Context: an optimization exercise on an open-source flow, tuned for small area, a short achievable clock period and few clock cycles per item. The choices shown serve that exercise and are no tape-out recipe.
Where RTL was checked, it was by simulation tests only, not by an equivalence proof against the original.

==> inputs of wip/zinc <==
==> flow/design.v <==
module tally_digest (
    input  wire         clk,
    input  wire         rst,           
    input  wire         in_valid,
    output wire         in_ready,
    input  wire [63:0]  in_data,
    input  wire [7:0]   in_len,
    output wire         out_valid,
    input  wire         out_ready,
    output wire [127:0] out_digest
);
    localparam [31:0] IV0 = 32'h6a09e667, IV1 = 32'hbb67ae85,
                      IV2 = 32'h3c6ef372, IV3 = 32'ha54ff53a,
                      IV4 = 32'h510e527f, IV5 = 32'h9b05688c,
                      IV6 = 32'h1f83d9ab, IV7 = 32'h5be0cd19;
    function [31:0] rotr(input [31:0] x, input integer n);
        rotr = (x >> n) | (x << (32 - n));
    endfunction
    function [31:0] bsig0(input [31:0] x);
        bsig0 = rotr(x, 2) ^ rotr(x, 13) ^ rotr(x, 22);
    endfunction
    function [31:0] bsig1(input [31:0] x);
        bsig1 = rotr(x, 6) ^ rotr(x, 11) ^ rotr(x, 25);
    endfunction
    function [31:0] ssig0(input [31:0] x);
        ssig0 = rotr(x, 7) ^ rotr(x, 18) ^ (x >> 3);
    endfunction
    function [31:0] ssig1(input [31:0] x);
        ssig1 = rotr(x, 17) ^ rotr(x, 19) ^ (x >> 10);
    endfunction
    function [30:0] maj(input [30:0] x, input [30:0] y, input [30:0] z);
        maj = (x & y) | (x & z) | (y & z);
    endfunction
    function [31:0] bkadd(input [31:0] x, input [31:0] z);
        reg [31:0] gn, pn, gg, pp;
        integer i, l;
        begin
            gn = x & z; pn = x ^ z; gg = gn; pp = pn;
            for (l = 0; l < 5; l = l + 1)             
                for (i = 0; i < 32; i = i + 1)
                    if ((i % (2 << l)) == (2 << l) - 1) begin
                        gg[i] = gg[i] | (pp[i] & gg[i - (1 << l)]);
                        pp[i] = pp[i] & pp[i - (1 << l)];
                    end
            for (l = 3; l >= 0; l = l - 1)            
                for (i = 0; i < 32; i = i + 1)
                    if (i >= (3 << l) - 1 && (i % (2 << l)) == (1 << l) - 1) begin
                        gg[i] = gg[i] | (pp[i] & gg[i - (1 << l)]);
                        pp[i] = pp[i] & pp[i - (1 << l)];
                    end
            bkadd = pn ^ {gg[30:0], 1'b0};
        end
    endfunction
    function [31:0] kconst(input [5:0] i);
        case (i)
            6'd0:  kconst = 32'h428a2f98;  6'd1:  kconst = 32'h71374491;
            6'd2:  kconst = 32'hb5c0fbcf;  6'd3:  kconst = 32'he9b5dba5;
            6'd4:  kconst = 32'h3956c25b;  6'd5:  kconst = 32'h59f111f1;
            6'd6:  kconst = 32'h923f82a4;  6'd7:  kconst = 32'hab1c5ed5;
            6'd8:  kconst = 32'hd807aa98;  6'd9:  kconst = 32'h12835b01;
            6'd10: kconst = 32'h243185be;  6'd11: kconst = 32'h550c7dc3;
            6'd12: kconst = 32'h72be5d74;  6'd13: kconst = 32'h80deb1fe;
            6'd14: kconst = 32'h9bdc06a7;  6'd15: kconst = 32'hc19bf174;
            6'd16: kconst = 32'he49b69c1;  6'd17: kconst = 32'hefbe4786;
            6'd18: kconst = 32'h0fc19dc6;  6'd19: kconst = 32'h240ca1cc;
            6'd20: kconst = 32'h2de92c6f;  6'd21: kconst = 32'h4a7484aa;
            6'd22: kconst = 32'h5cb0a9dc;  6'd23: kconst = 32'h76f988da;
            6'd24: kconst = 32'h983e5152;  6'd25: kconst = 32'ha831c66d;
            6'd26: kconst = 32'hb00327c8;  6'd27: kconst = 32'hbf597fc7;
            6'd28: kconst = 32'hc6e00bf3;  6'd29: kconst = 32'hd5a79147;
            6'd30: kconst = 32'h06ca6351;  6'd31: kconst = 32'h14292967;
            6'd32: kconst = 32'h27b70a85;  6'd33: kconst = 32'h2e1b2138;
            6'd34: kconst = 32'h4d2c6dfc;  6'd35: kconst = 32'h53380d13;
            6'd36: kconst = 32'h650a7354;  6'd37: kconst = 32'h766a0abb;
            6'd38: kconst = 32'h81c2c92e;  6'd39: kconst = 32'h92722c85;
            6'd40: kconst = 32'ha2bfe8a1;  6'd41: kconst = 32'ha81a664b;
            6'd42: kconst = 32'hc24b8b70;  6'd43: kconst = 32'hc76c51a3;
            6'd44: kconst = 32'hd192e819;  6'd45: kconst = 32'hd6990624;
            6'd46: kconst = 32'hf40e3585;  6'd47: kconst = 32'h106aa070;
            6'd48: kconst = 32'h19a4c116;  6'd49: kconst = 32'h1e376c08;
            6'd50: kconst = 32'h2748774c;  6'd51: kconst = 32'h34b0bcb5;
            6'd52: kconst = 32'h391c0cb3;  6'd53: kconst = 32'h4ed8aa4a;
            6'd54: kconst = 32'h5b9cca4f;  6'd55: kconst = 32'h682e6ff3;
            6'd56: kconst = 32'h748f82ee;  6'd57: kconst = 32'h78a5636f;
            6'd58: kconst = 32'h84c87814;  6'd59: kconst = 32'h8cc70208;
            6'd60: kconst = 32'h90befffa;  6'd61: kconst = 32'ha4506ceb;
            6'd62: kconst = 32'hbef9a3f7;  default: kconst = 32'hc67178f2;
        endcase
    endfunction
    reg  [31:0] ring [0:15];
    reg  [31:0] a, b, c, d, e, f, g, h;
    reg  [31:0] ha0, ha1, ha2, ha3;    
    reg  [31:0] he0, he1, he2, he3;    
    reg  [31:0] p;
    reg  [31:0] kr;            
    reg         run;           
    reg  [6:0]  t;             
    reg  [4:0]  nrecv;         
    reg  [1:0]  blk;           
    reg  [7:0]  len;           
    reg         fin1, fin2;    
    reg         fin_first;     
    reg         fin_last;      
    reg  [1:0]  cform;         
    reg         ov;            
    reg         in_ready_r;
    reg         c63, c64;      
    reg         comp;          
    reg         civ;           
    reg  [1:0]  ck;            
    reg         ld;            
    reg         ld_iv;         
    reg         ld_ch;         
    assign in_ready   = in_ready_r;
    assign out_valid  = ov;
    assign out_digest = {ha0, ha1, ha2, ha3};
    wire [3:0]  s      = t[3:0];
    wire        early  = (t[6:4] == 3'd0);
    wire        first  = (blk == 2'd0);
    wire [7:0]  len8   = len + 8'd8;
    wire        last   = (blk == len8[7:6]);         
    wire        fresh  = run && early && ({1'b0, s} >= nrecv);
    wire        sched_sel = run && !early;
    wire        need   = ({blk, s[3:1], 3'b000} < len) || (first && s[3:1] == 3'd0);
    wire        abort_in  = fresh && !s[0] && need && !in_valid;
    wire        abort_out = run && (t == 7'd15) && first && ov && !out_ready;
    wire        abort  = abort_in || abort_out;
    wire        restart = (nrecv == 5'd0 || s == 4'd15) &&
                          (first || (cform == 2'd3 && !fin1 && !fin2));
    wire        st0  = first && (s == 4'd0);
    wire [31:0] half = s[0] ? in_data[31:0] : in_data[63:32];
    reg  [31:0] nw;
    reg  [7:0]  pos;
    reg         keep, is80;
    integer     i;
    always @(*) begin
        for (i = 0; i < 4; i = i + 1) begin
            pos = {blk, s, i[1:0]};
            if (st0) begin
                keep = (in_len > i[7:0]);
                is80 = (in_len == i[7:0]);
            end else begin
                keep = (pos < len);
                is80 = (pos == len);
            end
            nw[31 - 8*i -: 8] = keep ? half[31 - 8*i -: 8] : (is80 ? 8'h80 : 8'h00);
        end
        if (last && s == 4'd15)
            nw = nw | {21'd0, len, 3'd0};
    end
    wire [31:0] ss0 = ssig0(ring[1]);
    wire [31:0] ss1 = ssig1(ring[14]);
    wire [31:0] sx1 = ring[0] ^ ring[9] ^ ss0;
    wire [31:0] sc1 = {maj(ring[0][30:0], ring[9][30:0], ss0[30:0]), 1'b0};
    wire [31:0] sx2 = sx1 ^ sc1 ^ ss1;
    wire [31:0] sc2 = {maj(sx1[30:0], sc1[30:0], ss1[30:0]), 1'b0};
    wire [31:0] sched   = sx2 + sc2;
    wire [31:0] tail_in = sched_sel ? sched : (fresh ? nw : ring[0]);
    integer k;
    always @(posedge clk) begin
        for (k = 0; k < 15; k = k + 1)
            ring[k] <= ring[k + 1];
        ring[15] <= tail_in;
    end
    wire        rot    = !run && !first && (cform != 2'd3) && !fin1 && !fin2;
    wire        cshift = comp || rot || ld_ch;
    reg  [31:0] iva, ive;
    always @(*) begin
        case (ck)
            2'd0: begin iva = IV0; ive = IV4; end
            2'd1: begin iva = IV1; ive = IV5; end
            2'd2: begin iva = IV2; ive = IV6; end
            default: begin iva = IV3; ive = IV7; end
        endcase
    end
    wire [31:0] tail_a = civ ? iva : ha3;
    wire [31:0] tail_e = civ ? ive : he3;
    wire [31:0] sum_a  = tail_a + (comp ? a : 32'd0);
    wire [31:0] sum_e  = tail_e + (comp ? e : 32'd0);
    always @(posedge clk) begin
        if (cshift) begin
            ha0 <= sum_a; ha1 <= ha0; ha2 <= ha1; ha3 <= ha2;
            he0 <= sum_e; he1 <= he0; he2 <= he1; he3 <= he2;
        end
    end
    wire [31:0] la = ld_iv ? IV0 : sum_a;
    wire [31:0] lb = ld_iv ? IV1 : ha0;
    wire [31:0] lc = ld_iv ? IV2 : ha1;
    wire [31:0] ld_d = ld_iv ? IV3 : ha2;
    wire [31:0] le = ld_iv ? IV4 : sum_e;
    wire [31:0] lf = ld_iv ? IV5 : he0;
    wire [31:0] lg = ld_iv ? IV6 : he1;
    wire [31:0] lh = ld_iv ? IV7 : he2;
    wire [31:0] gsel = ld ? lh : g;
    wire [31:0] rs1 = bsig1(e);
    wire [31:0] rch = (e & f) ^ (~e & g);
    wire [31:0] rs0 = bsig0(a);
    wire [31:0] rmj = (a & b) | (a & c) | (b & c);
    wire [31:0] x1  = p ^ rs1 ^ rch;
    wire [31:0] c1  = {maj(p[30:0], rs1[30:0], rch[30:0]), 1'b0};
    wire [31:0] xe  = x1 ^ c1 ^ d;
    wire [31:0] ce  = {maj(x1[30:0], c1[30:0], d[30:0]), 1'b0};
    wire [31:0] x2  = x1 ^ c1 ^ rs0;
    wire [31:0] c2  = {maj(x1[30:0], c1[30:0], rs0[30:0]), 1'b0};
    wire [31:0] x3  = x2 ^ c2 ^ rmj;
    wire [31:0] c3  = {maj(x2[30:0], c2[30:0], rmj[30:0]), 1'b0};
    wire [31:0] a_new = x3 + c3;
    wire [31:0] e_new = xe + ce;
    wire [31:0] px   = ring[15] ^ kr ^ gsel;
    wire [31:0] pc   = {maj(ring[15][30:0], kr[30:0], gsel[30:0]), 1'b0};
    always @(posedge clk) begin
        kr <= kconst(t[5:0]);
        p  <= bkadd(px, pc);
        if (ld) begin
            a <= la; b <= lb; c <= lc; d <= ld_d;
            e <= le; f <= lf; g <= lg; h <= lh;
        end else begin
            a <= a_new; b <= a; c <= b; d <= c;
            e <= e_new; f <= e; g <= f; h <= g;
        end
    end
    always @(posedge clk) begin
        if (rst) begin
            run        <= 1'b0;
            t          <= 7'd0;
            nrecv      <= 5'd0;
            blk        <= 2'd0;
            fin1       <= 1'b0;
            fin2       <= 1'b0;
            c63        <= 1'b0;
            c64        <= 1'b0;
            comp       <= 1'b0;
            civ        <= 1'b0;
            ld         <= 1'b0;
            ld_iv      <= 1'b0;
            ld_ch      <= 1'b0;
            ov         <= 1'b0;
            in_ready_r <= 1'b0;
        end else begin
            c63  <= run && (t == 7'd62);
            c64  <= c63;
            fin1 <= c64;
            fin2 <= fin1;
            comp <= (run && t == 7'd62) || c63 || c64 || fin1;
            civ  <= ((run && t == 7'd62) || c63 || c64 || fin1) &&
                    ((run && t == 7'd62) ? first : fin_first);
            ck   <= fin1 ? 2'd0 : (c64 ? 2'd1 : (c63 ? 2'd2 : 2'd3));
            ld    <= run && (t == 7'd0) && !abort;
            ld_iv <= run && (t == 7'd0) && !abort && first;
            ld_ch <= run && (t == 7'd0) && !abort && !first;
            if (run && t == 7'd62) begin
                fin_first <= first;
                fin_last  <= last;
            end
            if (fin2 && fin_last)
                ov <= 1'b1;
            else if (ov && out_ready)
                ov <= 1'b0;
            if (fin2)
                cform <= 2'd0;
            else if (cshift)
                cform <= cform + 2'd1;
            in_ready_r <= fresh && !s[0] && need && in_valid;
            if (fresh && st0)
                len <= in_len;
            if (fresh && !abort_in)
                nrecv <= {1'b0, s} + 5'd1;
            else if (run && t == 7'd16)
                nrecv <= 5'd0;
            if (run) begin
                if (abort) begin
                    run <= 1'b0;
                    t   <= {3'd0, s + 4'd1};
                end else if (t == 7'd64) begin
                    t   <= 7'd0;
                    blk <= last ? 2'd0 : blk + 2'd1;
                end else begin
                    t   <= t + 7'd1;
                end
            end else if (restart) begin
                run <= 1'b1;
                t   <= 7'd0;
            end else begin
                t   <= {3'd0, s + 4'd1};
            end
        end
    end
endmodule
==> flow/flow/run.sh <==
#!/bin/bash
# Standard layout, with timing repair aiming at a larger setup margin.
set -euo pipefail
bash standard.sh SETUP_SLACK_MARGIN=8 finish > standard.log 2>&1
==> flow/standard.sh <==
#!/bin/bash
# synth_recipe.tcl (not shown) runs the flow's synth.tcl, then flattens the netlist and writes it again
# the make line also repeats each setting of config.mk as NAME=value (left out here)
make -C /OpenROAD-flow-scripts/flow DESIGN_CONFIG=/design/flow/config.mk WORK_HOME=/design/flow/orfs CLKGATE_MAP_FILE= SYNTH_SCRIPT=/design/flow/synth_recipe.tcl "${@:-finish}"
==> flow/config.mk <==
export PLATFORM = sky130hd
export DESIGN_NAME = tally_digest
export DESIGN_NICKNAME = tally_digest
export VERILOG_FILES = /design/flow/design.v
export SDC_FILE = /design/flow/constraint.sdc
export NUM_CORES = 4
export LEC_CHECK = 0
export CAP_MARGIN = 20
export CORE_MARGIN = 2
export CORE_UTILIZATION = 45
export SETUP_SLACK_MARGIN = 5
export SLEW_MARGIN = 20
==> flow/constraint.sdc <==
create_clock -name core_clock -period 12.0 [get_ports {clk}]
set_input_delay 2.4000 -clock core_clock [delete_from_list [all_inputs] [get_ports {clk}]]
set_output_delay 2.4000 -clock core_clock [all_outputs]
set_load 0.01 [all_outputs]
==> inputs of wip/willow, as changes to wip/zinc <==
--- a/flow/design.v
+++ b/flow/design.v
@@ -32,22 +32,18 @@
         maj = (x & y) | (x & z) | (y & z);
     endfunction
-    function [31:0] bkadd(input [31:0] x, input [31:0] z);
-        reg [31:0] gn, pn, gg, pp;
+    function [31:0] ksadd_ld(input [31:0] x, input [31:0] z, input ld, input [31:0] v);
+        reg [31:0] gg, pp, gn, pn;
         integer i, l;
         begin
-            gn = x & z; pn = x ^ z; gg = gn; pp = pn;
-            for (l = 0; l < 5; l = l + 1)             
-                for (i = 0; i < 32; i = i + 1)
-                    if ((i % (2 << l)) == (2 << l) - 1) begin
-                        gg[i] = gg[i] | (pp[i] & gg[i - (1 << l)]);
-                        pp[i] = pp[i] & pp[i - (1 << l)];
+            gg = x & z; pp = x ^ z; gn = gg; pn = pp;
+            for (l = 0; l < 5; l = l + 1) begin
+                for (i = 31; i >= 0; i = i - 1)
+                    if (i >= (1 << l)) begin
+                        gn[i] = gg[i] | (pp[i] & gg[i - (1 << l)]);
+                        pn[i] = pp[i] & pp[i - (1 << l)];
                     end
-            for (l = 3; l >= 0; l = l - 1)            
-                for (i = 0; i < 32; i = i + 1)
-                    if (i >= (3 << l) - 1 && (i % (2 << l)) == (1 << l) - 1) begin
-                        gg[i] = gg[i] | (pp[i] & gg[i - (1 << l)]);
-                        pp[i] = pp[i] & pp[i - (1 << l)];
-                    end
-            bkadd = pn ^ {gg[30:0], 1'b0};
+                gg = gn; pp = pn;
+            end
+            ksadd_ld = (ld ? v : (x ^ z)) ^ ({gg[30:0], 1'b0} & {32{!ld}});
         end
     endfunction
@@ -155,5 +151,5 @@
     wire [31:0] sx2 = sx1 ^ sc1 ^ ss1;
     wire [31:0] sc2 = {maj(sx1[30:0], sc1[30:0], ss1[30:0]), 1'b0};
-    wire [31:0] sched   = sx2 + sc2;
+    wire [31:0] sched   = ksadd_ld(sx2, sc2, 1'b0, 32'd0);
     wire [31:0] tail_in = sched_sel ? sched : (fresh ? nw : ring[0]);
     integer k;
@@ -176,6 +172,6 @@
     wire [31:0] tail_a = civ ? iva : ha3;
     wire [31:0] tail_e = civ ? ive : he3;
-    wire [31:0] sum_a  = tail_a + (comp ? a : 32'd0);
-    wire [31:0] sum_e  = tail_e + (comp ? e : 32'd0);
+    wire [31:0] sum_a  = ksadd_ld(tail_a, comp ? a : 32'd0, 1'b0, 32'd0);
+    wire [31:0] sum_e  = ksadd_ld(tail_e, comp ? e : 32'd0, 1'b0, 32'd0);
     always @(posedge clk) begin
         if (cshift) begin
@@ -205,17 +201,19 @@
     wire [31:0] x3  = x2 ^ c2 ^ rmj;
     wire [31:0] c3  = {maj(x2[30:0], c2[30:0], rmj[30:0]), 1'b0};
-    wire [31:0] a_new = x3 + c3;
-    wire [31:0] e_new = xe + ce;
+    wire [31:0] a_nxt = ksadd_ld(x3, c3, ld, la);
+    wire [31:0] e_nxt = ksadd_ld(xe, ce, ld, le);
     wire [31:0] px   = ring[15] ^ kr ^ gsel;
     wire [31:0] pc   = {maj(ring[15][30:0], kr[30:0], gsel[30:0]), 1'b0};
     always @(posedge clk) begin
         kr <= kconst(t[5:0]);
-        p  <= bkadd(px, pc);
+        p  <= ksadd_ld(px, pc, 1'b0, 32'd0);
+        a <= a_nxt;
+        e <= e_nxt;
         if (ld) begin
-            a <= la; b <= lb; c <= lc; d <= ld_d;
-            e <= le; f <= lf; g <= lg; h <= lh;
+            b <= lb; c <= lc; d <= ld_d;
+            f <= lf; g <= lg; h <= lh;
         end else begin
-            a <= a_new; b <= a; c <= b; d <= c;
-            e <= e_new; f <= e; g <= f; h <= g;
+            b <= a; c <= b; d <= c;
+            f <= e; g <= f; h <= g;
         end
     end
==> flow/flow/run.sh (replaced) <==
#!/bin/bash
# Standard layout; timing repair aims at a larger setup margin, and the
# port buffers are the smallest buffer (repair resizes them as needed).
set -euo pipefail
bash standard.sh SETUP_SLACK_MARGIN=8 "BUFFER_PORTS_ARGS=-buffer_cell sky130_fd_sc_hd__buf_1" finish > standard.log 2>&1
--- a/flow/config.mk
+++ b/flow/config.mk
@@ -11,2 +11,3 @@
 export SETUP_SLACK_MARGIN = 5
 export SLEW_MARGIN = 20
+export TNS_END_PERCENT = 5
==> comparison table <==
item                                                                                 wip/zinc             wip/willow
Result of the run                                                    timing/DRC/antenna clean  timing/DRC/antenna clean
Critical-path maximum fanout                                                                3                      6
Number of global-route vias before repair                                               34660                  34120
Post-synthesis share of cell area spent on and, or, nand and nor gates                 7.070%                 7.443%
Total area of multi-input combinational cells                                    0.02542 mm^2           0.02373 mm^2
Vias/cell                                                                               5.538                  5.505
Maximum number of pins on one net before global-route repair                              140                     80
Signed area change from the synthesized netlist to the final layout                    22.72%                 16.24%
Die width                                                                            338.4 um               336.0 um
Worst r2r src                                                                   e[26]$_DFF_P_          e[13]$_DFF_P_
Post-CTS Setup Inserts                                                                    125                     40
Top-area cell type share of the netlist area                                           32.87%                 33.35%
Total of fill cells in the finished design                                               9702                   9631
Diodes inserted                                                                             2                      1
Sum of routed wire length over all layers                                            159.2 mm               153.4 mm
Ratio of final minimum period to clock period                                          39.33%                 37.92%
Arrival time at the worst endpoint                                                    5300 ps                5180 ps
Layout Skew                                                                          52.24 ps               101.7 ps
Sequential area share after synthesis                                                  48.98%                 49.70%
Routed wirelength normalized by instance count                                       24.53 um               24.23 um
Invs w/o clock                                                                            456                    413
Slowest library cell on the worst path                                  sky130_fd_sc_hd__fa_1  sky130_fd_sc_hd__fa_2
Number of clock buffers inserted by TritonCTS                                             114                    113
Layout Cell Area excl Fill                                                       0.06174 mm^2           0.05764 mm^2
Testbench counts of wip/willow, summed over its fixed seeds: cycles 320,482, items 1,920.
Only the layout flow was run in wip/zinc; the RTL was not checked for function there.

## what the ideal ports hide
How much do the figures lean on ideal ports? The routed layouts below were timed once more, with nothing changed but the port constraints. Step 1: set_driving_cell puts a clkbuf_16 on clk and a buf_2 on each other input, an assumption about the parent block. Step 2 moves the port delays by t, midway between the first and last clock arrival at a register: inputs arrive t later, outputs are due t later. That takes back most of the time a late clock gives input paths. Slacks: ideal ports / drivers / drivers and shift; pairs: ideal ports / drivers.
run | t, ns | slack for setup (ns) | worst setup path at the end | worst data-port slew with drivers (ns) | cell pins on the clock port's net
wip/zinc | 0.781 | 7.280 / 7.280 / 7.280 | register to register | 0.05 | 1
wip/willow | 0.775 | 7.450 / 7.450 / 7.444 | input to register | 0.05 | 1
After both steps setup and hold are still met in every run listed. For wip/willow, which loses most, drivers alone change the setup slack by 0.000 ns; drivers and shift together by -0.006 ns.
